From an optimization exercise on the open Yosys and OpenROAD flow, aimed at small area, a short achievable clock period and few clock cycles per item; shortcuts taken in it are not production practice.
In this exercise RTL edits were held to simulation tests only and were not proved equivalent to the original.

==> config.mk <==
export PLATFORM = sky130hd
export DESIGN_NAME = pdec_unit
export DESIGN_NICKNAME = pdec_unit
export VERILOG_FILES = /design/flow/design.v
export SDC_FILE = /design/flow/constraint.sdc
export NUM_CORES = 4
export LEC_CHECK = 0
export ABC_AREA = 1
export CAP_MARGIN = 20
export CORE_MARGIN = 2
export CORE_UTILIZATION = 50
export PLACE_DENSITY = 0.65
export SLEW_MARGIN = 20
export SYNTH_HIERARCHICAL = 1
==> constraint.sdc <==
create_clock -name core_clock -period 30.0 [get_ports {clk}]
set_input_delay 6.0000 -clock core_clock [delete_from_list [all_inputs] [get_ports {clk}]]
set_output_delay 6.0000 -clock core_clock [all_outputs]
set_load 0.01 [all_outputs]
==> design.v <==
module pd_in #(
    parameter S  = 17,
    parameter ND = 4,
    parameter W  = 2
) (
    input  wire [2:0]  op,
    input  wire [63:0] s,
    input  wire [63:0] u,
    input  wire [4:0]  smap,
    output wire        sa,         
    output wire        sb,         
    output wire        es,         
    output wire        dx,
    output reg  [14:0] g,          
    output reg  [14:0] p,          
    output reg  [59:0] m,          
    output reg  [59:0] sc,         
    output reg  [W-1:0] top,       
    output wire        gt,         
    output wire        eq,         
    output wire        z           
);
    integer i;
    function sign_minus(input [3:0] c, input [4:0] mp);
        case (c)
            4'hA: sign_minus = mp[0];
            4'hB: sign_minus = mp[1];
            4'hC: sign_minus = mp[2];
            4'hD: sign_minus = mp[3];
            4'hE: sign_minus = mp[4];
            default: sign_minus = 1'b0;
        endcase
    endfunction
    assign sa = sign_minus(s[3:0], smap);
    assign sb = sign_minus(u[3:0], smap) ^ (op != 3'd0);
    assign es = sa ^ sb;
    reg s_bad, u_bad;
    always @* begin
        s_bad = (s[3:0] < 4'hA);
        u_bad = (u[3:0] < 4'hA);
        for (i = 1; i < 16; i = i + 1) begin
            if (s[4*i +: 4] > 4'd9) s_bad = 1'b1;
            if (u[4*i +: 4] > 4'd9) u_bad = 1'b1;
        end
    end
    wire two = (op == 3'd0) || (op == 3'd1) || (op == 3'd2);
    assign dx = (op != 3'd4) && (s_bad || (two && u_bad));
    reg [3:0] da, db, nb;
    reg [4:0] t;
    always @* begin
        for (i = 0; i < 15; i = i + 1) begin
            da = s[4*i+4 +: 4];
            db = u[4*i+4 +: 4];
            nb = es ? {~(db[3] | db[2] | db[1]), db[2] ^ db[1], db[1], ~db[0]} : db;
            t  = {1'b0, da} + {1'b0, nb};
            g[i] = (t >= 5'd10);
            p[i] = (t == 5'd9);
            m[4*i +: 4] = g[i] ? (t[3:0] - 4'd10) : t[3:0];
            sc[4*i +: 4] = {da[0], da[3], ~(da[1] ^ da[3]), ~(da[2] ^ da[3])};
        end
    end
    assign gt = (s[63:4] > u[63:4]);
    assign eq = (s[63:4] == u[63:4]);
    assign z  = ((s[63:4] | u[63:4]) == 60'd0);
    wire [63:0] x = s ^ {64{s[63]}};
    reg [ND-1:0] nz;
    integer j;
    always @* begin
        nz = {ND{1'b0}};
        for (i = 0; i < 63; i = i + 1)
            if (x[i]) nz[i / S] = 1'b1;
        top = {W{1'b0}};
        for (j = 1; j < ND; j = j + 1)
            if (nz[j]) top = j;
    end
endmodule
module pd_out (
    input  wire [14:0] g,
    input  wire [14:0] p,
    input  wire [59:0] m,
    input  wire        es,
    input  wire        gt,         
    input  wire        eq,         
    input  wire        z,          
    input  wire        sa,
    input  wire        sb,
    input  wire        cmp,
    input  wire [2:0]  rel,
    input  wire [3:0]  oplus,
    input  wire [3:0]  ominus,
    input  wire        multi,      
    input  wire [63:0] acc,
    input  wire        acc_ovf,
    output wire [63:0] result,
    output wire        ovf
);
    integer i, l;
    reg [14:0] G [0:4];
    reg [14:0] P [0:4];
    always @* begin
        G[0] = g;
        P[0] = p;
        for (l = 0; l < 4; l = l + 1) begin
            for (i = 0; i < 15; i = i + 1) begin
                if (i >= (1 << l)) begin
                    G[l+1][i] = G[l][i] | (P[l][i] & G[l][i - (1 << l)]);
                    P[l+1][i] = P[l][i] & P[l][i - (1 << l)];
                end else begin
                    G[l+1][i] = G[l][i];
                    P[l+1][i] = P[l][i];
                end
            end
        end
    end
    wire gall = G[4][14];               
    wire cin  = es & gt;                
    wire comp = es & !gt;               
    reg [59:0] dig;
    reg        c;
    reg [3:0]  d0, d1;
    always @* begin
        for (i = 0; i < 15; i = i + 1) begin
            c  = (i == 0) ? cin : (G[4][i-1] | (P[4][i-1] & cin));
            d0 = m[4*i +: 4];
            d1 = (d0 == 4'd9) ? 4'd0 : d0 + 4'd1;
            case ({comp, c})
                2'b00: dig[4*i +: 4] = d0;
                2'b01: dig[4*i +: 4] = d1;
                2'b10: dig[4*i +: 4] = 4'd9 - d0;
                default: dig[4*i +: 4] = 4'd9 - d1;
            endcase
        end
    end
    wire zero = es ? eq : z;
    wire neg  = !zero && (comp ? sb : sa);
    reg rt;
    always @* begin
        case (rel)
            3'd0: rt = zero;
            3'd1: rt = !zero;
            3'd2: rt = neg;
            3'd3: rt = neg || zero;
            3'd4: rt = !neg && !zero;
            3'd5: rt = !neg;
            default: rt = 1'b0;
        endcase
    end
    wire [63:0] f_res = cmp ? {63'd0, rt} : {dig, neg ? ominus : oplus};
    wire        f_ovf = !cmp && !es && gall;
    assign result = multi ? acc : f_res;
    assign ovf    = multi ? acc_ovf : f_ovf;
endmodule
module pdec_unit (
    input  wire        clk,
    input  wire        rst,        
    input  wire        start,      
    input  wire [2:0]  op,
    input  wire [2:0]  rel,        
    input  wire [63:0] s,
    input  wire [63:0] u,
    input  wire [4:0]  smap,       
    input  wire [3:0]  oplus,      
    input  wire [3:0]  ominus,     
    output wire        ready,
    output reg         done,       
    output wire [63:0] result,
    output wire        dx,         
    output wire        ovf         
);
    localparam integer S  = 17;                  
    localparam integer ND = (63 + S - 1) / S;    
    localparam integer NB = (50 + S - 1) / S;    
    localparam integer W  = (ND > 4 || NB > 4) ? 3 : 2;
    wire        in_sa, in_sb, in_es, in_dx, in_gt, in_eq, in_z;
    wire [14:0] in_g, in_p;
    wire [59:0] in_m, in_sc;
    wire [W-1:0] in_top;
    pd_in #(.S(S), .ND(ND), .W(W)) u_in (
        .op(op), .s(s), .u(u), .smap(smap),
        .sa(in_sa), .sb(in_sb), .es(in_es), .dx(in_dx),
        .g(in_g), .p(in_p), .m(in_m), .sc(in_sc), .top(in_top),
        .gt(in_gt), .eq(in_eq), .z(in_z)
    );
    wire in_fast = !(op == 3'd3 || op == 3'd4);
    reg        busy;
    assign ready = !busy;
    reg        r_sa, r_sb, r_es, r_cmp, r_gt, r_eq, r_z;
    reg [2:0]  r_rel;
    reg [63:0] r_s;                        
    reg [3:0]  r_oplus, r_ominus;
    reg        r_dx, r_multi, r_cvd, r_neg;
    reg [W-1:0] cnt;
    reg [63:0] acc;
    reg        r_ovf;
    reg        seen;                       
    pd_out u_out (
        .g(r_s[33:19]), .p(r_s[18:4]), .m(acc[63:4]), .es(r_es), .gt(r_gt), .eq(r_eq), .z(r_z), .sa(r_sa), .sb(r_sb),
        .cmp(r_cmp), .rel(r_rel), .oplus(r_oplus), .ominus(r_ominus),
        .multi(r_multi), .acc(acc), .acc_ovf(r_ovf),
        .result(result), .ovf(ovf)
    );
    assign dx = r_dx;
    reg [63:0] sr;
    integer i1;
    always @* begin
        sr[3:0] = r_s[3:0];
        for (i1 = 0; i1 < 15; i1 = i1 + 1)
            sr[4*i1+4 +: 4] = {r_s[4*i1+6], ~(r_s[4*i1+4] ^ r_s[4*i1+6]),
                               ~(r_s[4*i1+5] ^ r_s[4*i1+6]), r_s[4*i1+7]};
    end
    wire cvd_neg = sr[63];
    wire [S*ND-1:0] x = {{(S*ND-63){1'b0}}, sr[62:0] ^ {63{sr[63]}}};
    wire [S-1:0] chunk = x[S*cnt +: S];
    wire cvd_ovf = cvd_neg ? (x[62:0] >= 63'd999999999999999) : (x[62:0] >= 63'd1000000000000000);
    reg [59:0] dbl, dn;
    reg [2:0]  e2;
    reg        c;
    integer    i2, k2;
    always @* begin
        dbl = acc[63:4];
        for (k2 = S - 1; k2 >= 0; k2 = k2 - 1) begin
            for (i2 = 0; i2 < 15; i2 = i2 + 1) begin
                e2 = dbl[4*i2 +: 3];
                c = (i2 == 0) ? chunk[k2] : dbl[4*i2 - 1];
                dn[4*i2 + 3] = e2[2] | (e2[1] & c);
                dn[4*i2 + 0] = (~e2[0] & c) | (e2[0] & ~e2[2] & ~c) | e2[1];
                dn[4*i2 + 1] = (e2[2] & c) | (~e2[0] & ~c);
                dn[4*i2 + 2] = (e2[0] & e2[1]) | (e2[1] & ~c) | (~e2[0] & ~e2[1] & c);
            end
            dbl = dn;
        end
    end
    reg [59:0] bcd, fin;
    reg [14:0] nine, ci;
    reg [3:0]  d;
    integer    i3, k3;
    always @* begin
        for (i3 = 0; i3 < 15; i3 = i3 + 1) begin
            case (dbl[4*i3 +: 3])
                3'b001: d = dbl[4*i3+3] ? 4'd5 : 4'd0;
                3'b000: d = dbl[4*i3+3] ? 4'd6 : 4'd1;
                3'b010: d = dbl[4*i3+3] ? 4'd7 : 4'd2;
                3'b101: d = dbl[4*i3+3] ? 4'd8 : 4'd3;
                default: d = dbl[4*i3+3] ? 4'd9 : 4'd4;
            endcase
            bcd[4*i3 +: 4] = d;
            nine[i3] = (d == 4'd9);
        end
        for (i3 = 0; i3 < 15; i3 = i3 + 1) begin
            ci[i3] = cvd_neg;
            for (k3 = 0; k3 < i3; k3 = k3 + 1)
                ci[i3] = ci[i3] & nine[k3];
            fin[4*i3 +: 4] = ci[i3] ? (nine[i3] ? 4'd0 : bcd[4*i3 +: 4] + 4'd1) : bcd[4*i3 +: 4];
        end
    end
    reg [59:0]  hlv, hn;
    reg [S-1:0] nbits;
    reg         sn, f;
    reg [2:0]   e4;
    integer     i4, k4;
    always @* begin
        hlv = r_s[63:4];
        sn  = seen;
        for (k4 = 0; k4 < S; k4 = k4 + 1) begin
            nbits[k4] = hlv[3] ^ (r_neg & sn);
            sn = sn | hlv[3];
            for (i4 = 0; i4 < 15; i4 = i4 + 1) begin
                e4 = hlv[4*i4 +: 3];
                f = (i4 == 14) ? 1'b0 : hlv[4*i4 + 7];
                hn[4*i4 + 3] = (e4[1] & f) | (e4[2] & f) | (~e4[1] & ~e4[2] & ~f);
                hn[4*i4 + 0] = ~e4[2] & ~f;
                hn[4*i4 + 1] = (e4[0] & e4[1]) | (e4[2] & ~f) | (e4[0] & ~f);
                hn[4*i4 + 2] = ~e4[0] & ~e4[1] & f;
            end
            hlv = hn;
        end
    end
    localparam integer K = (S >= 20) ? 6 : (S >= 17) ? 5 : (S >= 14) ? 4 : (S >= 10) ? 3 : (S >= 7) ? 2 : 1;
    wire rest0 = (r_s[63:4*K+4] == {(15-K){4'b0011}});
    wire cvb_last = (cnt == NB - 1) || rest0;
    wire fill     = r_neg & sn;
    wire last = r_cvd ? (cnt == 0) : cvb_last;
    integer b;
    always @(posedge clk) begin
        r_sa  <= in_sa;
        r_sb  <= in_sb;
        r_es  <= in_es;
        r_gt  <= in_gt;
        r_eq  <= in_eq;
        r_z   <= in_z;
        r_cmp <= (op == 3'd2);
        r_rel <= rel;
        if (rst) begin
            busy <= 1'b0;
            done <= 1'b0;
        end else if (!busy) begin
            busy <= start && (op == 3'd3 || op == 3'd4);
            done <= start && !(op == 3'd3 || op == 3'd4);
        end else begin
            busy <= !last;
            done <= last;
        end
        if (!busy) begin
            r_s      <= {in_sc[59:30], in_fast ? {in_g, in_p} : in_sc[29:0], s[3:0]};
            r_oplus  <= oplus;
            r_ominus <= ominus;
            r_dx     <= in_dx;
            r_multi  <= (op == 3'd3 || op == 3'd4);
            r_cvd    <= (op == 3'd4);
            r_neg    <= in_sa;
            cnt      <= (op == 3'd4) ? in_top : {W{1'b0}};
            acc      <= {(op == 3'd4) ? 60'h111111111111111 : in_m, 4'd0};    
            r_ovf    <= 1'b0;
            seen     <= 1'b0;
        end else if (r_cvd) begin
            cnt   <= cnt - 1'b1;
            r_ovf <= cvd_ovf;
            if (cnt == 0)
                acc <= {fin, cvd_neg ? r_ominus : r_oplus};
            else
                acc[63:4] <= dbl;
        end else begin
            cnt  <= cnt + 1'b1;
            seen <= sn;
            r_s[63:4] <= hlv;
            for (b = 0; b < 64; b = b + 1) begin
                if (b / S == cnt)
                    acc[b] <= nbits[b % S];
                else if (b / S > cnt && cvb_last)
                    acc[b] <= fill;
            end
        end
    end
endmodule
==> flow/run.sh <==
#!/bin/bash
# Own layout flow: the standard layout (standard.sh) with three resizer
# settings changed, nothing else:
#  - repair_timing is asked to leave a setup margin (flow/margin.txt), so it
#    sizes the paths for a short period instead of stopping at the 30 ns clock;
#  - gates may be resized across cell footprints;
#  - the port buffers are buf_2 cells instead of the delay cell buffer_ports
#    picks by default (every input and output port still gets a buffer).
# The clock, the SDC and every other step are the standard flow's. All tool output goes
# to flow_make.log in this folder.
set -euo pipefail
MARGIN=$(cat flow/margin.txt)
bash standard.sh SETUP_SLACK_MARGIN="$MARGIN" MATCH_CELL_FOOTPRINT=0 \
    BUFFER_PORTS_ARGS="-buffer_cell sky130_fd_sc_hd__buf_2" finish > flow_make.log 2>&1
==> flow/margin.txt <==
21.7
==> standard.sh <==
#!/bin/bash
# synth_recipe.tcl (not shown) runs the flow's synth.tcl, then flattens the netlist and writes it again
# the make line also repeats each setting of config.mk as NAME=value (left out here)
make -C /OpenROAD-flow-scripts/flow DESIGN_CONFIG=/design/flow/config.mk WORK_HOME=/design/flow/orfs CLKGATE_MAP_FILE= SYNTH_SCRIPT=/design/flow/synth_recipe.tcl "${@:-finish}"
==> metrics.md, run 1 <==
| Metric | Value |
|---|---|
| CP startpoint kind | input pin |
| Post-synth ARST share | 0% |
| Max-Cap Viols | 0 |
| Netlist cell types | 95 |
| Initial antenna violation count | 12 |
| Worst path required time | 30.23 ns |
| Height of the die | 313 µm |
| Crit-path max FO | 7 |
| Non-Filler Instances | 10.3k |
| Max Fclk | 113 MHz |
| Cell family with most CP delay | simple AND/OR/NAND/NOR gates |
| Final Net Count | 9,482 |
| Max clock buf depth | 2 |
| Post-layout util | 61.9% |
| Vias in the first global route | 50.9k |
| Post-route DRC | 0 |
| Die Width | 313 µm |
| Slowest cell delay on critical path | 0.38 ns |
| Largest net degree at the start of global routing | 77 |
| Commonest non-fill, non-tap cell in the layout | nand2_1 |
| Hold-fix buffers, CTS | 0 |
| Via count | 58.2k |
| Root Buffer | clkbuf_16 |
| Number of synthesized flops with an enable pin | 136 |
| Yosys warning count | 11 |
| Filler cells | 8,990 |
| Worst Skew | 0.0238 ns |
| DRT iter0 DRCs | 5,923 |
| Max-slew violations | 0 |
| Synth area leaders | nand2_1 (18%), inv_1 (10%), edfxtp_1 (8.6%) |
| Starting density of the core | 50.4% |
| DP Cell Count | 9,870 |
| Clk sinks | 156 |
| Slew @ Worst Pin | 1.14 ns |
| Overflow after GRT | 0 |
| Slowest CP cell | fa_2 |
| GPL Wtd Cong | 1.08 |
| Synth area leader | nand2_1 |
| Row count | 113 |
| H-Tree Depth | 4 |
| Area growth syn-to-layout | 22.8% |
| Status | no timing/DRC/antenna violations |
| Fin Setup TNS | 0 ns |
| Layout cells sized above 1 | 24.2% |
| Final Setup Violations | 0 |
| Shortest period the worst path allows | 8.84 ns |
| CP endpoint kind | register |
| First-pass GRT wire length | 291 mm |
| Inserted Clock Buffers | 17 |
| Clock latency on the worst-skew pair | 0.49 ns |
| Buf/Inv on CP | 7 |
| I/O pin total | 218 |
| Hold Path Class | reg2reg |
| Routed Antenna Nets | 0 |
| Share of Yosys cell area claimed by the top area cell type | 17.8% |
| IO buf count | 217 |
| Final hold violation count | 0 |
| Clock transition at path regs | 0.09 ns |
| Syn Nets | 8,978 |
| Crit share post-route | 29.5% |
| Crit path DAT | 9.07 ns |
| Via/cell ratio | 5.65 |
| Seq/Total Area, Yosys | 9.40% |
| Max-slew headroom | 24.0% |
| WL final | 202 mm |
| Most frequent cells in the layout | nand2_1 (2,075), inv_1 (1,197), nor2_1 (810) |
| Fin Hold WS | 0.514 ns |
| Core ar. | 94,700 µm² |
| DP Wirelength | 153 mm |
| Avg Inst Size Synth | 5.61 µm² |
| Worst Setup Path Type | in2reg |
| RSZ-0062 raised after global routing | true |
| Ys flop type | edfxtp_1 |
| DIE AREA | 97,900 µm² |
| Mapped Cells | 8,509 |
| GRT Util Overall | 37.9% |
| TritonCTS clock tree | built |
| DRT Pass-1 Iters | 9 |
| Register bit count reported by yosys | 156 |
| WL/cell | 19.6 µm |
| Synth Cell Area | 47,700 µm² |
-- metal layers --
metal / global-route usage [%] / wire length (µm) / share of wire (%) / up-vias
li1: - / - / - / 28437
met1: 49.1 / 79300 / 39 / 26162
met2: 58.7 / 84500 / 42 / 2786
met3: 7.18 / 21600 / 11 / 761
met4: 22.5 / 16100 / 8.0 / 16
met5: 0 / 305 / 0.15 / -
-- registers in the layout, summed over array words and instances, names as in the netlist, 2 cells and up --
| signal | cells |
|---|---|
| cnt | 2 |
| r_s | 64 |
| r_rel | 3 |
| r_ominus | 4 |
| acc | 64 |
| r_oplus | 4 |
-- per-stage QoR --
step | worst slack (ns) | cell area [µm²]
2_1_floorplan | 21.10 | 47900
3_3_place_gp | 20.40 | 49800
3_5_place_dp | 20.30 | 49800
4_1_cts | 21.32 | 54200
5_1_grt | 21.00 | 58600
6_report | 21.16 | 58600
-- cell families after synthesis --
| kind of cell | Yosys count | share of synthesized area, % |
|---|---|---|
| buffers and inverters | 1703 | 14.3 |
| AND/OR/NAND/NOR | 4517 | 42.6 |
| flip-flops | 156 | 9.40 |
| adder cells (fa/ha/maj) | 319 | 8.60 |
| XOR/XNOR | 352 | 7.05 |
| AO/OA/AOI/OAI | 1462 | 18.0 |
-- path summary, 6_finish.rpt --
kind,startpoint,endpoint,slack (ns),cells past startpoint
max,u[2],acc[61]$_DFFE_PP_,21.16,28
min,r_ovf$_SDFFE_PN0P_,r_ovf$_SDFFE_PN0P_,0.51,2
max reg2reg,r_s[62]$_SDFFCE_PP0P_,r_s[27]$_DFFE_PP_,21.93,37
min reg2reg,r_ovf$_SDFFE_PN0P_,r_ovf$_SDFFE_PN0P_,0.51,2
-- cell usage after synthesis, types with 42 or more instances --
master / count
xor2_1: 192
nor2_1: 866
o21ai_1: 297
or2_2: 43
nand4_1: 138
clkbuf_1: 53
inv_1: 1309
nand2_1: 2258
o22ai_1: 43
o21ai_0: 542
edfxtp_1: 136
a21oi_1: 235
nand2_2: 129
o211ai_1: 57
nand3_1: 594
xnor2_1: 124
inv_2: 225
nand3_2: 64
nor2_2: 42
ha_1: 304
nor3_1: 158
nand3b_1: 89
o21ai_2: 75
-- tightest hold or removal path, cell delays in order, from the launching register on --
cell and delay, ns:
dfxtp_1 0.35, nand2_1 0.07, a21oi_1 0.06
-- area by class of cell --
| cell class | count | area, µm² | share of cell area [%] |
|---|---|---|---|
| Multi-Input combinational cell | 6655 | 40800 | 69.7 |
| Inverter | 1557 | 5940 | 10.1 |
| Timing Repair Buffer | 626 | 5170 | 8.82 |
| Sequential cell | 156 | 4490 | 7.67 |
| Tap cell | 1265 | 1580 | 2.70 |
| Clock buffer | 18 | 429 | 0.732 |
| Clock inverter | 14 | 138 | 0.235 |
| Antenna cell | 3 | 7.51 | 0.0128 |
-- per-module statistics from Yosys (local to each module, per instance), a selection --
module,flip-flops and latches,times used,cells
pdec_unit,156,1,6081
pd_out,0,1,929
-- what timing repair did --
action,4_1_cts,5_1_grt
endpoints found under the setup margin,146,152
setup buffers,219,150
pin swaps,244,344
resized for setup,523,711
gates cloned,13,6
endpoints found under the hold margin,0,0
Testbench counts, summed over its fixed seeds: cycles 15,174, ops 8,000.
==> run 2, diff against run 1 <==
==> flow/margin.txt (replaced) <==
21.3
==> run 2 against run 1 <==
Flip-flop and latch count unchanged. Global-route usage up 0.31 points. Register-to-register slack worse by 0.06 ns. Synthesized cell count unchanged. Die area unchanged. First-iteration DRC count down 10%.
==> metrics.md, run 2 <==
| Metric | Value |
|---|---|
| Status | no timing/DRC/antenna violations |
| Yosys warning count | 11 |
| Max-slew violations | 0 |
| CP endpoint kind | register |
| Mapped Cells | 8,509 |
| Worst Skew | 0.0256 ns |
| Hold-fix buffers, CTS | 0 |
| Synth Cell Area | 47,700 µm² |
| Number of synthesized flops with an enable pin | 136 |
| Area growth syn-to-layout | 12.7% |
| Inserted Clock Buffers | 17 |
| Avg Inst Size Synth | 5.61 µm² |
| Final Setup Violations | 0 |
| RSZ-0062 raised after global routing | true |
| Crit-path max FO | 8 |
| Overflow after GRT | 0 |
| Synth area leaders | nand2_1 (18%), inv_1 (10%), edfxtp_1 (8.6%) |
| Most common cell in the synthesized netlist | nand2_1 |
| Post-route DRC | 0 |
| Register bit count reported by yosys | 156 |
| DP Wirelength | 158 mm |
| Worst Setup Path Type | in2reg |
| Mux contribution to synthesized area | 0% |
| Share of Yosys cell area claimed by the top area cell type | 17.8% |
| Slowest CP cell | fa_2 |
| Fin Setup TNS | 0 ns |
| Post-synth top cells | nand2_1 (2,258), inv_1 (1,309), nor2_1 (866) |
| CP Cell Sequence | buf_12, clkinv_8, nand3_4, nand2_2, nand2_2, nand3b_4, nand3_4, nand2_8, nand2_8, buf_4, nand3_2, nand2_2, inv_2, ha_4, fa_2, xor2_2, inv_2, ha_2, o211ai_1, buf_4, a21oi_2, a22oi_2, nand2_1 |
| Commonest non-fill, non-tap cell in the layout | nand2_1 |
| Synth area leader | nand2_1 |
| Area of the multi-input gates | 38,000 µm² |
| Clock transition at path regs | 0.08 ns |
| Design area | 53,800 µm² |
| Filler cells | 9,778 |
| GRT Util Overall | 38.3% |
| Max clock buf depth | 2 |
| Xor-xnor portion of the synthesized cell area | 7.05% |
| Post-route setup slack | 21.21 ns |
| Cell family with most CP delay | simple AND/OR/NAND/NOR gates |
| Synth Area in Simple Gates | 42.6% |
| Row count | 113 |
| H-Tree Depth | 4 |
| I/O pin total | 218 |
| Fraction of the mapped netlist area in adder cells | 8.60% |
| Crit path DAT | 9.05 ns |
| Initial antenna violation count | 11 |
| Via/cell ratio | 5.57 |
| Largest net degree at the start of global routing | 71 |
| Main combinational cell family by area after synthesis | simple AND/OR/NAND/NOR gates |
| Hold Path Class | reg2reg |
| Max-Cap Viols | 0 |
| Max Fclk | 114 MHz |
| Slew @ Worst Pin | 1.09 ns |
| Netlist cell types | 95 |
| Clock latency on the worst-skew pair | 0.52 ns |
| GPL Wtd Cong | 1.07 |
| Vias in the first global route | 50.0k |
| Seq/Total Area, Yosys | 9.40% |
| Final hold violation count | 0 |
| Die Width | 313 µm |
| Ys flop type | edfxtp_1 |
| Final Net Count | 9,307 |
| CP most frequent cell | nand2_2 |
| TritonCTS clock tree | built |
| Via count | 56.4k |
| Core ar. | 94,700 µm² |
| Placed inst area | 49,800 µm² |
| Pre-CTS setup slack | 20.32 ns |
| Compound-gate portion of the synthesized area | 18.0% |
| IO buf count | 217 |
| Most frequent cells in the layout | nand2_1 (2,215), inv_1 (1,256), nor2_1 (852) |
| Routed Antenna Nets | 0 |
| First-pass GRT wire length | 290 mm |
| WL final | 195 mm |
| Syn Nets | 8,978 |
| Buf/Inv on CP | 6 |
| Worst path required time | 30.26 ns |
| Starting density of the core | 50.4% |
| Post-synth ARST share | 0% |
| DRT Pass-1 Iters | 6 |
| DIE AREA | 97,900 µm² |
| Top Registers | acc (64), r_s (64) |
| Root Buffer | clkbuf_16 |
| Crit share post-route | 29.3% |
| CP startpoint kind | input pin |
| Height of the die | 313 µm |
| Register area | 4490 µm² |
| Max-slew headroom | 26.8% |
| DRT iter0 DRCs | 5,327 |
| Slowest cell delay on critical path | 0.38 ns |
| Clk sinks | 156 |
| Shortest period the worst path allows | 8.79 ns |
| Layout cells sized above 1 | 17.1% |
| WL/cell | 19.3 µm |
run 2: stage by stage:
stage	utilization [%]	std cells	hold slack [ns]
finish	56.8	10123	0.457
global route	56.7	10116	0.489
CTS	54.3	9986	0.448
detailed placement	52.6	9872	0.439
global placement	52.6	9872	0.430
floorplan	-	8509	0.445
run 2: area by class of cell:
type	instances	share of cell area, %
diodes	7	0.0326
clock inverters	13	0.272
repair buffers	452	6.03
multi-input cells	6654	70.6
inverters	1557	10.9
well taps	1265	2.94
flip-flops and latches	156	8.35
clock buffers	19	0.824
run 2: final timing paths:
check                                            from  slack, ns           endpoint  cells after the start
worst max-delay path                             u[2]      21.21  acc[50]$_DFFE_PP_                     23
worst min-delay path                   cnt[0]$_DFF_P_       0.46     cnt[0]$_DFF_P_                      1
worst max register to register  r_s[46]$_SDFFCE_PP0P_      21.87  acc[31]$_DFFE_PP_                     41
worst min register to register         cnt[0]$_DFF_P_       0.46     cnt[0]$_DFF_P_                      1
run 2: repair_timing:
action / CTS / global route
setup buffers: 76 / 127
endpoints found under the hold margin: 0 / 0
setup endpoints to repair: 99 / 118
cloned: 6 / 2
resized for setup: 84 / 304
pin swaps: 39 / 107
run 2: per-layer routing:
layer  wire length [µm]  global-route usage, %  up-vias
li1                   -                      -    28091
met1              80600                   49.7    25416
met2              82600                   59.7     2370
met3              18700                   7.50      495
met4              13300                   20.6       12
met5                233                      0        -
run 2: logic make-up after synthesis:
group / Yosys count
AND/OR/NAND/NOR: 4517
adder cells (fa/ha/maj): 319
buffers and inverters: 1703
flip-flops: 156
XOR/XNOR: 352
AO/OA/AOI/OAI: 1462
run 2: per-module statistics from Yosys, one instance, submodules excluded, a selection:
module	flip-flops and latches	cells inside	area (µm²)	copies in the design
pdec_unit	156	6081	34000	1
pd_out	0	929	4740	1
==> run 3, diff against run 2 <==
--- a/design.v
+++ b/design.v
@@ -79,3 +79,2 @@
     input  wire [14:0] p,
-    input  wire [59:0] m,
     input  wire        es,
@@ -91,2 +90,3 @@
     input  wire        multi,      
+    input  wire        fe,         
     input  wire [63:0] acc,
@@ -123,5 +123,6 @@
             c  = (i == 0) ? cin : (G[4][i-1] | (P[4][i-1] & cin));
-            d0 = m[4*i +: 4];
+            c  = c & fe;
+            d0 = acc[4*i+4 +: 4];
             d1 = (d0 == 4'd9) ? 4'd0 : d0 + 4'd1;
-            case ({comp, c})
+            case ({comp & fe, c})
                 2'b00: dig[4*i +: 4] = d0;
@@ -147,5 +148,5 @@
     end
-    wire [63:0] f_res = cmp ? {63'd0, rt} : {dig, neg ? ominus : oplus};
     wire        f_ovf = !cmp && !es && gall;
-    assign result = multi ? acc : f_res;
+    assign result[63:4] = dig;
+    assign result[3:0]  = multi ? acc[3:0] : cmp ? {3'd0, rt} : (neg ? ominus : oplus);
     assign ovf    = multi ? acc_ovf : f_ovf;
@@ -190,3 +191,3 @@
     reg [3:0]  r_oplus, r_ominus;
-    reg        r_dx, r_multi, r_cvd, r_neg;
+    reg        r_dx, r_multi, r_cvd, r_neg, r_fe;
     reg [W-1:0] cnt;
@@ -196,5 +197,5 @@
     pd_out u_out (
-        .g(r_s[33:19]), .p(r_s[18:4]), .m(acc[63:4]), .es(r_es), .gt(r_gt), .eq(r_eq), .z(r_z), .sa(r_sa), .sb(r_sb),
+        .g(r_s[33:19]), .p(r_s[18:4]), .es(r_es), .gt(r_gt), .eq(r_eq), .z(r_z), .sa(r_sa), .sb(r_sb),
         .cmp(r_cmp), .rel(r_rel), .oplus(r_oplus), .ominus(r_ominus),
-        .multi(r_multi), .acc(acc), .acc_ovf(r_ovf),
+        .multi(r_multi), .fe(r_fe), .acc(acc), .acc_ovf(r_ovf),
         .result(result), .ovf(ovf)
@@ -311,3 +312,4 @@
             cnt      <= (op == 3'd4) ? in_top : {W{1'b0}};
-            acc      <= {(op == 3'd4) ? 60'h111111111111111 : in_m, 4'd0};    
+            r_fe     <= in_fast && (op != 3'd2);
+            acc      <= {(op == 3'd4) ? 60'h111111111111111 : (op == 3'd2) ? 60'd0 : in_m, 4'd0};
             r_ovf    <= 1'b0;
==> run 3 against run 2 <==
Still clean on timing, DRC and antenna. Routed wire length shrank 7.1%. Die area shrank 1.8%. Register-to-register slack gained 0.02 ns. Hold slack gained 0.024 ns. Critical path type unchanged. Critical endpoint is now acc[51]$_DFFE_PP_.
==> metrics.md, run 3 <==
| Metric | Value |
|---|---|
| Synth area leaders | nand2_1 (18%), inv_1 (10%), edfxtp_1 (8.8%) |
| Non-Filler Instances | 9,906 |
| DP Wirelength | 147 mm |
| Max-slew headroom | 20.1% |
| Global route hottest layer | met2 |
| Initial antenna violation count | 4 |
| Register area | 4520 µm² |
| Largest net degree at the start of global routing | 71 |
| Crit share post-route | 29.3% |
| WL final | 181 mm |
| Most common cell in the synthesized netlist | nand2_1 |
| Reg2reg start | r_s[62]$_SDFFCE_PP0P_ |
| GRT Util Overall | 35.8% |
| Vias in the first global route | 47.6k |
| CP most frequent cell | nand2_1 |
| Crit path DAT | 9.13 ns |
| Via count | 54.7k |
| RSZ-0062 raised after global routing | true |
| Synth area leader | nand2_1 |
| Height of the die | 310 µm |
| Number of synthesized flops with an enable pin | 137 |
| Post-route DRC | 0 |
| Final Net Count | 9,105 |
| DRT Pass-1 Iters | 6 |
| Mapped Cells | 8,331 |
| Share of Yosys cell area claimed by the top area cell type | 17.8% |
| DIE AREA | 96,100 µm² |
| Min-delay src | r_ovf$_SDFFE_PN0P_ |
| Max-Cap Viols | 0 |
| H-Tree Depth | 4 |
| Commonest non-fill, non-tap cell in the layout | nand2_1 |
| Synth Cell Area | 46,800 µm² |
| Post-synth ARST share | 0% |
| Worst Setup Path Type | in2reg |
| GR Util met2 | 56.6% |
| Status | no timing/DRC/antenna violations |
| TritonCTS clock tree | built |
| Fin Setup TNS | 0 ns |
| Post-synth top cells | nand2_1 (2,217), inv_1 (1,250), nor2_1 (945) |
| Shortest period the worst path allows | 8.78 ns |
| Hold Path Class | reg2reg |
| Via/cell ratio | 5.52 |
| Crit-path max FO | 7 |
| Overflow after GRT | 0 |
| Top Registers | acc (64), r_s (64) |
| Grt met1 use | 46.9% |
| Met3 usage | 5.22% |
| Final hold violation count | 0 |
| CP startpoint kind | input pin |
| Hold-fix buffers, CTS | 0 |
| Clk sinks | 157 |
| CP endpoint kind | register |
| GPL Wtd Cong | 1.03 |
| Final Setup Violations | 0 |
| Register bit count reported by yosys | 157 |
| Clock latency on the worst-skew pair | 0.50 ns |
| Worst Skew | 0.0177 ns |
| Slowest cell delay on critical path | 0.38 ns |
| First-pass GRT wire length | 268 mm |
| Slowest CP cell | fa_2 |
| Core ar. | 93,000 µm² |
| Area growth syn-to-layout | 12.7% |
| I/O pin total | 218 |
| Cell family with most CP delay | simple AND/OR/NAND/NOR gates |
| Buf/Inv on CP | 7 |
| Max clock buf depth | 2 |
| Root Buffer | clkbuf_16 |
| Area of the multi-input gates | 37,300 µm² |
| Worst setup path startpoint | op[2] |
| Worst path required time | 30.35 ns |
| Clock transition at path regs | 0.08 ns |
| Seq/Total Area, Yosys | 9.64% |
| Ys flop type | edfxtp_1 |
| Layout cells sized above 1 | 16.2% |
| Yosys warning count | 11 |
| Row count | 112 |
| Starting density of the core | 50.3% |
| Max Fclk | 114 MHz |
| Inserted Clock Buffers | 17 |
| Die Width | 310 µm |
| Avg Inst Size Synth | 5.62 µm² |
| Most frequent cells in the layout | nand2_1 (2,158), inv_1 (1,197), nor2_1 (932) |
| DP Cell Count | 9,682 |
| WL/cell | 18.3 µm |
| Slew @ Worst Pin | 1.20 ns |
| Routed Antenna Nets | 0 |
| Netlist cell types | 96 |
| IO buf count | 217 |
| Filler cells | 9,731 |
| CP Cell Sequence | buf_2, nor3_4, inv_2, nand3_4, nand2_8, nand2_8, buf_12, buf_6, nand3_2, nand2_1, inv_1, ha_2, fa_2, xor2_2, inv_2, ha_4, o211ai_1, buf_4, nand2_1, a21oi_2, nand2_1, nand3_1 |
| Syn Nets | 8,800 |
| Max-slew violations | 0 |
| DRT iter0 DRCs | 5,544 |
-- run 3: changes by cell type after synthesis, sizes merged, moves of 21 or more --
cell	previous run	this run
inv	1541	1492
nand3	664	643
nor2	925	999
clkbuf	70	47
o21ai	924	824
nand2	2412	2295
-- run 3: kinds of logic (layout without fill, tap and decap cells) --
kind of cell | count (synthesis) | after routing | synth area share (%)
simple gates | 4459 | 4466 | 42.0
buf+inv | 1647 | 1958 | 14.0
compound gates | 1371 | 1371 | 17.5
xor+xnor | 378 | 378 | 8.11
fa+ha+maj | 319 | 319 | 8.76
flops | 157 | 157 | 9.64
other cells | 0 | 3 | 0
-- run 3: final timing paths --
check	slack, ns	depth (start not counted)	endpoint
max reg2reg	21.89	40	r_s[27]$_DFFE_PP_
min	0.48	2	r_ovf$_SDFFE_PN0P_
max	21.22	22	acc[51]$_DFFE_PP_
min reg2reg	0.48	2	r_ovf$_SDFFE_PN0P_
-- run 3: final cells by class --
type | count | share of cell area [%]
Clock buffer | 18 | 0.813
Inverter | 1510 | 10.8
Sequential cell | 157 | 8.55
Antenna cell | 3 | 0.0142
Multi-Input combinational cell | 6534 | 70.6
Tap cell | 1254 | 2.97
Clock inverter | 14 | 0.284
Timing Repair Buffer | 416 | 5.89
-- run 3: per-layer routing --
metal / routed length [µm] / share of wire (%) / up-vias
met2: 77500 / 43 / 2128
met1: 77300 / 43 / 24671
li1: - / - / 27470
met4: 12100 / 6.7 / 2
met3: 14500 / 8.0 / 459
met5: 9 / 0.0050 / -
-- run 3: timing repair --
| action | in CTS | in global routing |
|---|---|---|
| pin swaps | 47 | 140 |
| endpoints found under the setup margin | 123 | 99 |
| setup buffers | 85 | 92 |
| resized for setup | 89 | 290 |
| gates cloned | 6 | 5 |
-- run 3: modules after synthesis (local to each module, per instance), a selection --
| module | cells | flops+latches |
|---|---|---|
| pdec_unit | 6095 | 157 |
| pd_out | 737 | 0 |
-- run 3: tightest hold or removal path, stage by stage, from the launching register on --
cell and delay [ns]:
dfxtp_1 0.32, nand2_1 0.06, a21oi_1 0.06
-- run 3: metrics by stage --
stage | util [%] | cell area [µm²] | hold WS (ns) | setup slack (ns)
6_report | 56.7 | 52800 | 0.480 | 21.22
5_1_grt | 56.7 | 52800 | 0.517 | 21.06
4_1_cts | 54.5 | 50700 | 0.482 | 21.30
3_5_place_dp | 52.6 | 48900 | 0.469 | 19.86
3_3_place_gp | 52.6 | 48900 | 0.461 | 19.86
2_1_floorplan | - | 47000 | 0.445 | 21.15
Testbench counts of run 3, summed over its fixed seeds: cycles 15,174, ops 8,000.
==> run 4, diff against run 3 <==
--- a/config.mk
+++ b/config.mk
@@ -10,4 +10,4 @@
 export CORE_MARGIN = 2
-export CORE_UTILIZATION = 50
-export PLACE_DENSITY = 0.65
+export CORE_UTILIZATION = 60
+export PLACE_DENSITY = 0.75
 export SLEW_MARGIN = 20
==> run 4 against run 3 <==
Non-clock buffer count fell by 28. Highest routed layer unchanged. Register-to-register slack got worse by 0.07 ns. Routed wire length rose by 0.37%. Global-route usage rose by 6.8 points. Critical endpoint is now acc[6]$_DFFE_PP_. Hold slack improved by 0.019 ns. Clock skew barely moved. First-iteration DRC count rose by 15%. Final cell count fell by 2.4%. Sequential share of layout area rose by 0.087 points. Synthesized area did not move.
==> metrics.md, run 4 <==
| Metric | Value |
|---|---|
| Worst path required time | 30.22 ns |
| Met2 Wirelength | 77.0 mm |
| Shortest period the worst path allows | 8.77 ns |
| DRT iter0 DRCs | 6,360 |
| DP Wirelength | 146 mm |
| Core ar. | 77,300 µm² |
| Routed Antenna Nets | 0 |
| Register area | 4520 µm² |
| Most common cell in the synthesized netlist | nand2_1 |
| Number of synthesized flops with an enable pin | 137 |
| Max clock buf depth | 2 |
| RSZ-0062 raised after global routing | true |
| Mux contribution to synthesized area | 0% |
| Area growth syn-to-layout | 11.6% |
| Yosys warning count | 11 |
| Design area | 52,300 µm² |
| Fraction of the mapped netlist area in adder cells | 8.76% |
| Hold-fix buffers, CTS | 0 |
| H-Tree Depth | 4 |
| Vias in the first global route | 49.4k |
| Root Buffer | clkbuf_16 |
| Crit share post-route | 29.2% |
| Status | no timing/DRC/antenna violations |
| Seq/Total Area, Yosys | 9.64% |
| Routed wl met3 | 20.2 mm |
| Ys flop type | edfxtp_1 |
| Max-slew violations | 0 |
| GRT Util Overall | 42.7% |
| Final Setup Violations | 0 |
| Placed inst area | 48,700 µm² |
| Clock latency on the worst-skew pair | 0.50 ns |
| Netlist cell types | 96 |
| Largest net degree at the start of global routing | 71 |
| Overflow after GRT | 0 |
| Max-Cap Viols | 0 |
| Synth area leader | nand2_1 |
| Crit-path max FO | 7 |
| Hold Path Class | reg2reg |
| Post-synth top cells | nand2_1 (2,217), inv_1 (1,250), nor2_1 (945) |
| Layout cells sized above 1 | 16.1% |
| Clock transition at path regs | 0.07 ns |
| Post-layout util | 67.6% |
| CP endpoint kind | register |
| Xor-xnor portion of the synthesized cell area | 8.11% |
| Initial antenna violation count | 9 |
| Register-to-register setup slack | 21.82 ns |
| Post-Route M1 WL | 70.6 mm |
| Syn Nets | 8,800 |
| IO buf count | 217 |
| Synth Cell Area | 46,800 µm² |
| Max-slew headroom | 24.0% |
| Register bit count reported by yosys | 157 |
| Area of the multi-input gates | 37,300 µm² |
| Clk sinks | 157 |
| WL/cell | 18.8 µm |
| Final hold violation count | 0 |
| Pre-CTS setup slack | 19.78 ns |
| Commonest non-fill, non-tap cell in the layout | nand2_1 |
| Worst Skew | 0.0180 ns |
| Mapped Cells | 8,331 |
| DRT Pass-1 Iters | 8 |
| DIE AREA | 80,300 µm² |
| Crit path DAT | 8.98 ns |
| Row count | 102 |
| Final Net Count | 9,077 |
| Top routing layer in use | met5 |
| Height of the die | 283 µm |
| Synth area leaders | nand2_1 (18%), inv_1 (10%), edfxtp_1 (8.8%) |
| Die Width | 283 µm |
| Max Fclk | 114 MHz |
| Synth Area in Simple Gates | 42.0% |
| Post-route DRC | 0 |
| Worst Setup Path Type | in2reg |
| TritonCTS clock tree | built |
| Filler cells | 7,344 |
| Via count | 56.5k |
| First-pass GRT wire length | 271 mm |
| Top Registers | acc (64), r_s (64) |
| CP startpoint kind | input pin |
| WL final | 182 mm |
| Most frequent cells in the layout | nand2_1 (2,166), inv_1 (1,193), nor2_1 (931) |
| Avg Inst Size Synth | 5.62 µm² |
| Starting density of the core | 60.6% |
| Inserted Clock Buffers | 17 |
| Main combinational cell family by area after synthesis | simple AND/OR/NAND/NOR gates |
| I/O pin total | 218 |
| Share of Yosys cell area claimed by the top area cell type | 17.8% |
| Via/cell ratio | 5.85 |
| Post-route setup slack | 21.23 ns |
| GPL Wtd Cong | 1.10 |
| Fin Setup TNS | 0 ns |
| Post-synth ARST share | 0% |
| Compound-gate portion of the synthesized area | 17.5% |
| Slew @ Worst Pin | 1.14 ns |
[run 4: worst paths after layout]
| path | from | to | cells after the start |
|---|---|---|---|
| min | r_ovf$_SDFFE_PN0P_ | r_ovf$_SDFFE_PN0P_ | 2 |
| max reg2reg | r_s[29]$_DFFE_PP_ | acc[32]$_DFFE_PP_ | 35 |
| max | u[2] | acc[6]$_DFFE_PP_ | 23 |
| min reg2reg | r_ovf$_SDFFE_PN0P_ | r_ovf$_SDFFE_PN0P_ | 2 |
[run 4: critical path: stages]
cell      delay (ns)
buf_12          0.11
nand3_2         0.07
nand2_2         0.05
nand2_2         0.07
nand3b_4        0.10
nand3_4         0.18
nand2_8         0.17
nand2_8         0.21
buf_6           0.13
nand3_2         0.06
nand2_2         0.08
inv_2           0.04
ha_4            0.16
fa_2            0.58
inv_2           0.08
ha_4            0.16
or2_4           0.26
nand2_2         0.07
inv_2           0.05
nand2_4         0.08
o21ai_2         0.05
nand2_1         0.08
o311ai_2        0.09
[run 4: layer usage]
layer / up-vias / global-route usage [%]
met5: - / 0
met3: 644 / 8.29
li1: 27434 / -
met2: 2897 / 66.7
met4: 8 / 27.9
met1: 25510 / 53.5
[run 4: kinds of logic (layout without fill, tap and decap cells)]
logic type | after synthesis | after routing
other | 0 | 4
xor gates and xnor gates | 378 | 378
and+or+nand+nor | 4459 | 4466
buffers and inverters | 1647 | 1930
DFF | 157 | 157
adders and majority gates | 319 | 319
AOI/OAI and AO/OA | 1371 | 1371
[run 4: repair_timing]
action	in CTS	in global routing
pin swaps	31	114
gates resized for setup	67	306
cloned	8	3
setup buffers	56	91
setup endpoints to repair	127	104
hold endpoints to repair	0	0
[run 4: area by class of cell]
| type | instances | share of cell area [%] |
|---|---|---|
| Sequential cell | 157 | 8.64 |
| Multi-Input combinational cell | 6534 | 71.4 |
| Timing Repair Buffer | 388 | 5.34 |
| Clock inverter | 15 | 0.347 |
| Antenna cell | 4 | 0.0192 |
| Inverter | 1510 | 10.9 |
| Clock buffer | 17 | 0.814 |
| Tap cell | 1040 | 2.49 |
[run 4: through the flow]
stage                     hold WS (ns)  instances
final                            0.499       9665
after global routing             0.529       9664
after CTS                        0.499       9566
after detailed placement         0.484       9470
after global placement           0.463       9470
after floorplan                  0.445       8331
[run 4: per-module statistics from Yosys (local to each module, per instance), a selection]
module     cell area, µm²  copies in the design
pdec_unit           33700                     1
pd_out               4200                     1
==> run 5, diff against run 4 <==
--- a/flow/run.sh
+++ b/flow/run.sh
@@ -1,4 +1,7 @@
 #!/bin/bash
-# Own layout flow: the standard layout (standard.sh) with three resizer
-# settings changed, nothing else:
+# Own layout flow: the standard layout (standard.sh) with these changes,
+# nothing else:
+#  - synthesis maps with flow/abc_area.script (ABC's &nf mapper, no sizing or
+#    buffering: the resizer sizes the gates later); everything else in
+#    synthesis is the standard script, so the registers are the same;
 #  - repair_timing is asked to leave a setup margin (flow/margin.txt), so it
@@ -12,3 +15,10 @@
 MARGIN=$(cat flow/margin.txt)
-bash standard.sh SETUP_SLACK_MARGIN="$MARGIN" MATCH_CELL_FOOTPRINT=0 \
+rm -rf scripts_local
+mkdir scripts_local
+for f in "$FLOW_HOME"/scripts/*; do
+    ln -s "$f" scripts_local/
+done
+rm scripts_local/abc_area.script
+cp flow/abc_area.script scripts_local/abc_area.script
+bash standard.sh SCRIPTS_DIR="$PWD/scripts_local" SETUP_SLACK_MARGIN="$MARGIN" MATCH_CELL_FOOTPRINT=0 \
     BUFFER_PORTS_ARGS="-buffer_cell sky130_fd_sc_hd__buf_2" finish > flow_make.log 2>&1
==> flow/abc_area.script (new file) <==
&get -n
&st
&dch
&nf
&put
topo
--- a/config.mk
+++ b/config.mk
@@ -10,4 +10,4 @@
 export CORE_MARGIN = 2
-export CORE_UTILIZATION = 60
-export PLACE_DENSITY = 0.75
+export CORE_UTILIZATION = 50
+export PLACE_DENSITY = 0.65
 export SLEW_MARGIN = 20
==> run 5 against run 4 <==
Still clean. Via count fell by 9.7%. Global-route usage fell by 5.6 points. Worst setup slack got worse by 1.6 ns. Flip-flop and latch count is the same. Synthesized cell count fell by 27%.
==> metrics.md, run 5 <==
| Metric | Value |
|---|---|
| Worst Setup Path Type | reg2reg |
| Min-delay src | acc[3]$_SDFFE_PN0P_ |
| Hold Path Class | reg2reg |
| Most common cell in the synthesized netlist | nand2_1 |
| Buf/Inv on CP | 5 |
| Share of Yosys cell area claimed by the top area cell type | 9.58% |
| RSZ-0062 raised after global routing | true |
| Max-slew headroom | 23.2% |
| Final Setup Violations | 0 |
| Cell family with most CP delay | simple AND/OR/NAND/NOR gates |
| Filler cells | 7,228 |
| Final hold violation count | 0 |
| Root Buffer | clkbuf_16 |
| CP endpoint kind | register |
| Mux contribution to synthesized area | 5.20% |
| Inserted Clock Buffers | 17 |
| Netlist cell types | 79 |
| Worst setup path startpoint | r_s[34]$_DFFE_PP_ |
| Vias in the first global route | 45.6k |
| Worst path required time | 30.24 ns |
| Synth area leaders | edfxtp_1 (9.6%), ha_1 (8.9%), xnor2_1 (7.7%) |
| Post-route DRC | 0 |
| Slowest CP cell | or4_4 |
| Via count | 51.0k |
| Post-synth top cells | nand2_1 (580), nor2_1 (512), a21oi_1 (499) |
| Crit path DAT | 10.59 ns |
| IO buf count | 217 |
| DP Wirelength | 131 mm |
| Clk sinks | 157 |
| Number of synthesized flops with an enable pin | 137 |
| Fin Setup TNS | 0 ns |
| Shortest period the worst path allows | 10.35 ns |
| Clock transition at path regs | 0.09 ns |
| First-pass GRT wire length | 260 mm |
| Max Fclk | 96.6 MHz |
| Top Registers | acc (64), r_s (64) |
| Crit-path max FO | 6 |
| Hold-fix buffers, CTS | 0 |
| DRT Pass-1 Iters | 6 |
| DIE AREA | 88,300 µm² |
| Slowest cell delay on critical path | 0.59 ns |
| Final Net Count | 7,182 |
| Ys flop type | edfxtp_1 |
| Via/cell ratio | 6.48 |
| Compound-gate portion of the synthesized area | 32.1% |
| Max-slew violations | 0 |
| Avg Inst Size Synth | 7.09 µm² |
| Register area | 4520 µm² |
| Slew @ Worst Pin | 1.15 ns |
| Fraction of the mapped netlist area in adder cells | 9.55% |
| Layout cells sized above 1 | 24.8% |
| WL/cell | 22.6 µm |
| Row count | 107 |
| Commonest non-fill, non-tap cell in the layout | nand2_1 |
| Area growth syn-to-layout | 32.8% |
| Clock latency on the worst-skew pair | 0.51 ns |
| WL final | 178 mm |
| Pre-CTS setup slack | 18.34 ns |
| Starting density of the core | 50.5% |
| Max-Cap Viols | 0 |
| Synth Cell Area | 43,000 µm² |
| CP startpoint kind | register |
| Seq/Total Area, Yosys | 10.5% |
| Xor-xnor portion of the synthesized cell area | 12.4% |
| Most frequent cells in the layout | nand2_1 (556), nor2_1 (462), a21oi_1 (397) |
| Largest net degree at the start of global routing | 97 |
| Reg2reg start | r_s[34]$_DFFE_PP_ |
| CP most frequent cell | or3_4 |
| Synth area leader | edfxtp_1 |
| Syn Nets | 6,530 |
| Height of the die | 297 µm |
| Post-layout util | 67.0% |
| Status | no timing/DRC/antenna violations |
| Worst Skew | 0.0212 ns |
| Register-to-register setup slack | 19.65 ns |
| Area of the multi-input gates | 43,900 µm² |
| Synth Area in Simple Gates | 26.5% |
| Die Width | 297 µm |
| Routed Antenna Nets | 0 |
| Register bit count reported by yosys | 157 |
| Post-synth ARST share | 0% |
| Yosys warning count | 11 |
| I/O pin total | 218 |
| Core ar. | 85,100 µm² |
| Mapped Cells | 6,061 |
| Overflow after GRT | 0 |
| GRT Util Overall | 37.0% |
| Max clock buf depth | 2 |
| TritonCTS clock tree | built |
| Initial antenna violation count | 5 |
| GPL Wtd Cong | 1.02 |
| H-Tree Depth | 4 |
| DRT iter0 DRCs | 4,894 |
| Post-route setup slack | 19.65 ns |
| Main combinational cell family by area after synthesis | compound AO/OA/AOI/OAI gates |
| Crit share post-route | 34.5% |
[run 5: kinds of logic after synthesis]
logic type      after synthesis
simple gates               2281
compound gates             2090
xor+xnor                    608
buf+inv                     392
fa+ha+maj                   319
mux                         214
flops                       157
[run 5: final timing paths]
kind	to	depth (start not counted)
max reg2reg	acc[58]$_DFFE_PP_	39
max	acc[58]$_DFFE_PP_	39
min reg2reg	acc[3]$_SDFFE_PN0P_	1
min	acc[3]$_SDFFE_PN0P_	1
[run 5: layer usage]
metal,global-route usage [%],vias up,routed length (µm)
met3,6.82,544,15500
met2,56.9,2293,77200
met5,0,-,44
met1,48.4,24109,73200
met4,21.9,6,12400
li1,-,24072,-
[run 5: layout make-up]
cell class,count,share of cell area [%]
diodes,3,0.0132
clock buffers,18,0.770
well taps,1144,2.51
multi-input cells,5514,77.0
clock inverters,14,0.246
flip-flops and latches,157,7.92
inverters,362,2.39
repair buffers,661,9.14
[run 5: what timing repair did]
item / CTS / global route
pin swaps: 241 / 213
setup endpoints to repair: 151 / 144
gates resized for setup: 766 / 576
cloned: 7 / 2
buffers inserted: 257 / 149
[run 5: modules after synthesis (local to each module, per instance), a selection]
module | flops+latches | copies in the design | cells inside
pdec_unit | 157 | 1 | 4507
pd_out | 0 | 1 | 559
[run 5: stage by stage]
step,cells,hold WS (ns),cell area (µm²)
2_1_floorplan,6061,0.456,44200
4_1_cts,7719,0.503,52900
3_3_place_gp,7423,0.475,46800
3_5_place_dp,7423,0.482,46800
6_report,7873,0.502,57100
5_1_grt,7872,0.528,57000
==> run 6, diff against run 5 <==
--- a/design.v
+++ b/design.v
@@ -58,3 +58,3 @@
             m[4*i +: 4] = g[i] ? (t[3:0] - 4'd10) : t[3:0];
-            sc[4*i +: 4] = {da[0], da[3], ~(da[1] ^ da[3]), ~(da[2] ^ da[3])};
+            sc[4*i +: 4] = {da[0], da[2] ^ da[3], da[1] ^ da[3], ~da[3]};
         end
@@ -64,12 +64,14 @@
     assign z  = ((s[63:4] | u[63:4]) == 60'd0);
-    wire [63:0] x = s ^ {64{s[63]}};
-    reg [ND-1:0] nz;
+    reg [ND-1:0] any1, all1;
     integer j;
     always @* begin
-        nz = {ND{1'b0}};
-        for (i = 0; i < 63; i = i + 1)
-            if (x[i]) nz[i / S] = 1'b1;
+        any1 = {ND{1'b0}};
+        all1 = {ND{1'b1}};
+        for (i = 0; i < 63; i = i + 1) begin
+            any1[i / S] = any1[i / S] | s[i];
+            all1[i / S] = all1[i / S] & s[i];
+        end
         top = {W{1'b0}};
         for (j = 1; j < ND; j = j + 1)
-            if (nz[j]) top = j;
+            if (s[63] ? !all1[j] : any1[j]) top = j;
     end
@@ -208,4 +210,4 @@
         for (i1 = 0; i1 < 15; i1 = i1 + 1)
-            sr[4*i1+4 +: 4] = {r_s[4*i1+6], ~(r_s[4*i1+4] ^ r_s[4*i1+6]),
-                               ~(r_s[4*i1+5] ^ r_s[4*i1+6]), r_s[4*i1+7]};
+            sr[4*i1+4 +: 4] = {~r_s[4*i1+4], ~(r_s[4*i1+6] ^ r_s[4*i1+4]),
+                               ~(r_s[4*i1+5] ^ r_s[4*i1+4]), r_s[4*i1+7]};
     end
@@ -225,6 +227,6 @@
                 c = (i2 == 0) ? chunk[k2] : dbl[4*i2 - 1];
-                dn[4*i2 + 3] = e2[2] | (e2[1] & c);
-                dn[4*i2 + 0] = (~e2[0] & c) | (e2[0] & ~e2[2] & ~c) | e2[1];
-                dn[4*i2 + 1] = (e2[2] & c) | (~e2[0] & ~c);
-                dn[4*i2 + 2] = (e2[0] & e2[1]) | (e2[1] & ~c) | (~e2[0] & ~e2[1] & c);
+                dn[4*i2 + 3] = (e2[1] & c) | (e2[0] & e2[1]);
+                dn[4*i2 + 0] = e2[2] | (e2[1] & ~c) | (~e2[1] & c);
+                dn[4*i2 + 1] = e2[2] | (e2[0] & ~e2[1]) | (~e2[0] & e2[1] & ~c) | (e2[0] & c);
+                dn[4*i2 + 2] = (e2[2] & c) | (~e2[0] & e2[1] & ~c);
             end
@@ -240,6 +242,6 @@
             case (dbl[4*i3 +: 3])
-                3'b001: d = dbl[4*i3+3] ? 4'd5 : 4'd0;
-                3'b000: d = dbl[4*i3+3] ? 4'd6 : 4'd1;
+                3'b000: d = dbl[4*i3+3] ? 4'd5 : 4'd0;
+                3'b001: d = dbl[4*i3+3] ? 4'd6 : 4'd1;
                 3'b010: d = dbl[4*i3+3] ? 4'd7 : 4'd2;
-                3'b101: d = dbl[4*i3+3] ? 4'd8 : 4'd3;
+                3'b011: d = dbl[4*i3+3] ? 4'd8 : 4'd3;
                 default: d = dbl[4*i3+3] ? 4'd9 : 4'd4;
@@ -270,6 +272,6 @@
                 f = (i4 == 14) ? 1'b0 : hlv[4*i4 + 7];
-                hn[4*i4 + 3] = (e4[1] & f) | (e4[2] & f) | (~e4[1] & ~e4[2] & ~f);
-                hn[4*i4 + 0] = ~e4[2] & ~f;
-                hn[4*i4 + 1] = (e4[0] & e4[1]) | (e4[2] & ~f) | (e4[0] & ~f);
-                hn[4*i4 + 2] = ~e4[0] & ~e4[1] & f;
+                hn[4*i4 + 3] = (~e4[0] & f) | (~e4[1] & f) | (e4[0] & e4[1] & ~f);
+                hn[4*i4 + 0] = ~f | ~e4[2] | ~e4[1];
+                hn[4*i4 + 1] = (e4[1] & f) | (e4[0] & e4[2]);
+                hn[4*i4 + 2] = ~e4[0] | f;
             end
@@ -279,3 +281,3 @@
     localparam integer K = (S >= 20) ? 6 : (S >= 17) ? 5 : (S >= 14) ? 4 : (S >= 10) ? 3 : (S >= 7) ? 2 : 1;
-    wire rest0 = (r_s[63:4*K+4] == {(15-K){4'b0011}});
+    wire rest0 = (r_s[63:4*K+4] == {(15-K){4'b0001}});
     wire cvb_last = (cnt == NB - 1) || rest0;
@@ -313,3 +315,3 @@
             r_fe     <= in_fast && (op != 3'd2);
-            acc      <= {(op == 3'd4) ? 60'h111111111111111 : (op == 3'd2) ? 60'd0 : in_m, 4'd0};
+            acc      <= {(op == 3'd4 || op == 3'd2) ? 60'd0 : in_m, 4'd0};
             r_ovf    <= 1'b0;
==> flow/run.sh (replaced) <==
#!/bin/bash
# Own layout flow: the standard layout (standard.sh) with three resizer
# settings changed, nothing else:
#  - repair_timing is asked to leave a setup margin (flow/margin.txt), so it
#    sizes the paths for a short period instead of stopping at the 30 ns clock;
#  - gates may be resized across cell footprints;
#  - the port buffers are buf_2 cells instead of the delay cell buffer_ports
#    picks by default (every input and output port still gets a buffer).
# The clock, the SDC and every other step are the standard flow's. All tool output goes
# to flow_make.log in this folder.
set -euo pipefail
MARGIN=$(cat flow/margin.txt)
bash standard.sh SETUP_SLACK_MARGIN="$MARGIN" MATCH_CELL_FOOTPRINT=0 \
    BUFFER_PORTS_ARGS="-buffer_cell sky130_fd_sc_hd__buf_2" finish > flow_make.log 2>&1
==> flow/margin.txt (replaced) <==
21.0
--- a/config.mk
+++ b/config.mk
@@ -10,4 +10,4 @@
 export CORE_MARGIN = 2
-export CORE_UTILIZATION = 50
-export PLACE_DENSITY = 0.65
+export CORE_UTILIZATION = 60
+export PLACE_DENSITY = 0.75
 export SLEW_MARGIN = 20
removed: flow/abc_area.script
==> run 6 against run 5 <==
The layout now fails its checks (max-capacitance violations, max-slew violations). Final area fell by 15%. Count of clock-buffer cells in the layout rose by 3. Worst setup slack improved by 1.2 ns. Flip-flop and latch count did not move. Global-route usage rose by 5.4 points. Clock skew rose by 0.0031 ns. Register-to-register slack improved by 2.0 ns. Critical path depth fell by 17. Final cell count rose by 19%. Critical path type is now in2reg. Largest cell class unchanged. Highest routed layer unchanged.
==> metrics.md, run 6 <==
| Metric | Value |
|---|---|
| Status | failed layout checks |
| Violated Checks | max-capacitance violations, max-slew violations |
| RSZ-0062 raised after global routing | true |
| Row count | 99 |
| Netlist cell types | 70 |
| Worst R2R Path Depth | 35 |
| Crit share post-route | 30.5% |
| Hold Path Class | reg2reg |
| CP Cell Sequence | buf_8, inv_4, nand3_4, o22ai_4, buf_6, nand3_4, buf_6, nand3_4, buf_12, buf_6, nand3_1, nand2_1, inv_1, ha_4, fa_2, nand2_1, nand2_1, a21oi_1, nand3_1, nor3_1, nor2_1, o21ai_0 |
| Post-layout util | 66.8% |
| Syn Nets | 8,595 |
| Synth Cell Area | 44,300 µm² |
| Via/cell ratio | 5.80 |
| I/O pin total | 218 |
| CP endpoint kind | register |
| Commonest non-fill, non-tap cell in the layout | nand2_1 |
| Shortest period the worst path allows | 9.14 ns |
| Largest net degree at the start of global routing | 68 |
| IO buf count | 217 |
| Slew @ Worst Pin | 1.75 ns |
| Max clock buf depth | 2 |
| Hold Path Sink | r_ovf$_SDFFE_PN0P_ |
| Final Setup Violations | 0 |
| Vias in the first global route | 47.7k |
| Placed inst area | 46,100 µm² |
| Seq/Total Area, Yosys | 10.2% |
| Top Registers | acc (64), r_s (64) |
| Min-delay src | r_ovf$_SDFFE_PN0P_ |
| Avg Inst Size Synth | 5.47 µm² |
| Initial antenna violation count | 9 |
| First-pass GRT wire length | 252 mm |
| Via count | 54.2k |
| GPL Wtd Cong | 1.09 |
| Crit-path max FO | 6 |
| Hold Path Stages | 2 |
| Post-synth top cells | nand2_1 (2,084), inv_1 (1,285), nor2_1 (1,140) |
| H-Tree Depth | 4 |
| Worst path required time | 30.22 ns |
| Reg2reg start | r_s[52]$_SDFFCE_PP1P_ |
| CP startpoint kind | input pin |
| Max-slew headroom | -17.9% |
| WL final | 170 mm |
| Final hold violation count | 0 |
| Routed Antenna Nets | 0 |
| Number of synthesized flops with an enable pin | 137 |
| Crit path DAT | 9.36 ns |
| TritonCTS clock tree | built |
| Most common cell in the synthesized netlist | nand2_1 |
| Inserted Clock Buffers | 17 |
| Worst reg2reg endpoint | r_s[28]$_DFFE_PP_ |
| Synth area leaders | nand2_1 (18%), inv_1 (11%), nor2_1 (9.7%) |
| DIE AREA | 76,000 µm² |
| Layout cells sized above 1 | 10.6% |
| Max Fclk | 109 MHz |
| Root Buffer | clkbuf_16 |
| DRT Pass-1 Iters | 12 |
| Worst Setup Path Type | in2reg |
| GRT Util Overall | 42.4% |
| Register bit count reported by yosys | 157 |
| Mapped Cells | 8,101 |
| Design area | 48,800 µm² |
| DP Wirelength | 137 mm |
| Clk sinks | 157 |
| Slowest cell delay on critical path | 0.44 ns |
| Share of Yosys cell area claimed by the top area cell type | 17.7% |
| Post-route DRC | 0 |
| Max-slew violations | 2 |
| Register-to-register setup slack | 21.68 ns |
| Overflow after GRT | 0 |
| WL/cell | 18.2 µm |
| Yosys warning count | 11 |
| Synth area leader | nand2_1 |
| Die Width | 276 µm |
| Pre-CTS setup slack | 19.93 ns |
| Ys flop type | edfxtp_1 |
| Worst setup path startpoint | u[2] |
| Area growth syn-to-layout | 10.1% |
| Filler cells | 7,087 |
| Post-synth ARST share | 0% |
| DRT iter0 DRCs | 5,152 |
| Post-route setup slack | 20.86 ns |
| Starting density of the core | 60.7% |
| Fin Setup TNS | 0 ns |
| Final Net Count | 8,854 |
| Most frequent cells in the layout | nand2_1 (2,056), inv_1 (1,252), nor2_1 (1,123) |
| Height of the die | 276 µm |
| Clock transition at path regs | 0.08 ns |
| Slowest CP cell | o21ai_0 |
| Worst Skew | 0.0242 ns |
| Max-Cap Viols | 1 |
| Core ar. | 73,000 µm² |
| Clock latency on the worst-skew pair | 0.50 ns |
run 6: what timing repair did:
item                       in CTS  in global routing
resized for setup              48                212
gates cloned                    5                  3
hold buffers                    0                  0
buffers inserted               47                 69
setup endpoints to repair      77                 98
pin swaps                      24                 56
run 6: layout make-up:
type | instances | area, µm² | share of cell area (%)
multi-input cells | 6476 | 34900 | 71.7
inverters | 1351 | 5090 | 10.4
flip-flops and latches | 157 | 4520 | 9.26
repair buffers | 357 | 2380 | 4.88
well taps | 959 | 1200 | 2.46
clock buffers | 21 | 440 | 0.903
clock inverters | 11 | 169 | 0.346
diodes | 6 | 15.0 | 0.0308
run 6: cells by family after synthesis:
logic type	Yosys count	synth area share (%)
AOI/OAI and AO/OA	1391	17.4
xor gates and xnor gates	316	6.27
adders and majority gates	344	9.98
buffers and inverters	1475	13.0
DFF	157	10.2
muxes	1	0.0226
and+or+nand+nor	4417	43.2
run 6: metrics by stage:
step                      hold WS, ns  std cells
after CTS                       0.495       9260
final                           0.495       9338
after global routing            0.535       9334
after global placement          0.474       9176
after detailed placement        0.485       9176
after floorplan                 0.445       8101
run 6: critical path, delay by kind of cell:
family                     cells  cell delay [ns]
and+or+nand+nor               10             1.10
buffers and inverters          7             0.78
adders and majority gates      2             0.55
AOI/OAI and AO/OA              3             0.90
run 6: layer usage:
layer / vias to the layer above / part of all wire [%] / global-route usage (%)
met2: 2653 / 42 / 66.7
met4: 2 / 8.8 / 30.8
met5: - / 0.0083 / 0
li1: 26721 / - / -
met1: 24150 / 38 / 51.4
met3: 636 / 11 / 8.81
run 6: worst max path at each step:
stage | slack, ns | end
2_1_floorplan | 20.98 | acc[53]$_DFFE_PP_
3_3_place_gp | 19.98 | acc[30]$_DFFE_PP_
3_5_place_dp | 19.93 | acc[30]$_DFFE_PP_
4_1_cts | 20.98 | result[8]
5_1_grt | 20.76 | acc[37]$_DFFE_PP_
6_report | 20.86 | r_s[18]$_DFFE_PP_
run 6: Yosys stat by module (local to each module, per instance), excerpt:
module	cell area (µm²)	copies in the design
pdec_unit	31500	1
pd_out	4050	1
Testbench counts of run 6, summed over its fixed seeds: cycles 15,174, ops 8,000.

[separate check: timing with driven ports]
How much do the figures lean on ideal ports? The routed layouts below were timed once more, with nothing changed but the port constraints.
Step 1 assumes that a clkbuf_16 drives the clock port and a buf_2 every other input.
Step 2 adds t to the input delays and takes it off the output delays; t is the mean of the earliest and latest rising clock arrival at the registers after step 1. Input paths then give back, and output paths get back, about the clock's delay inside the block.
Three values: ideal, step 1, step 2; two values: the first two.
| run | shift t [ns] | setup slack, ns | worst setup path after step 2 | slew at the worst register clock pin (ns) |
|---|---|---|---|---|
| run 1 | 0.528 | 21.155 / 21.155 / 20.627 | input to register | 0.09 / 0.09 |
| run 2 | 0.565 | 21.214 / 21.206 / 20.642 | input to register | 0.09 / 0.09 |
| run 3 | 0.558 | 21.221 / 21.224 / 20.666 | input to register | 0.08 / 0.08 |
| run 4 | 0.546 | 21.234 / 21.207 / 20.669 | input to register | 0.09 / 0.09 |
| run 5 | 0.565 | 19.649 / 19.649 / 19.649 | register to register | 0.09 / 0.09 |
| run 6 | 0.551 | 20.861 / 20.834 / 20.283 | input to register | 0.08 / 0.08 |
The setup slack of run 6, which loses most, moves by -0.027 ns with the drivers and by -0.578 ns with both steps.
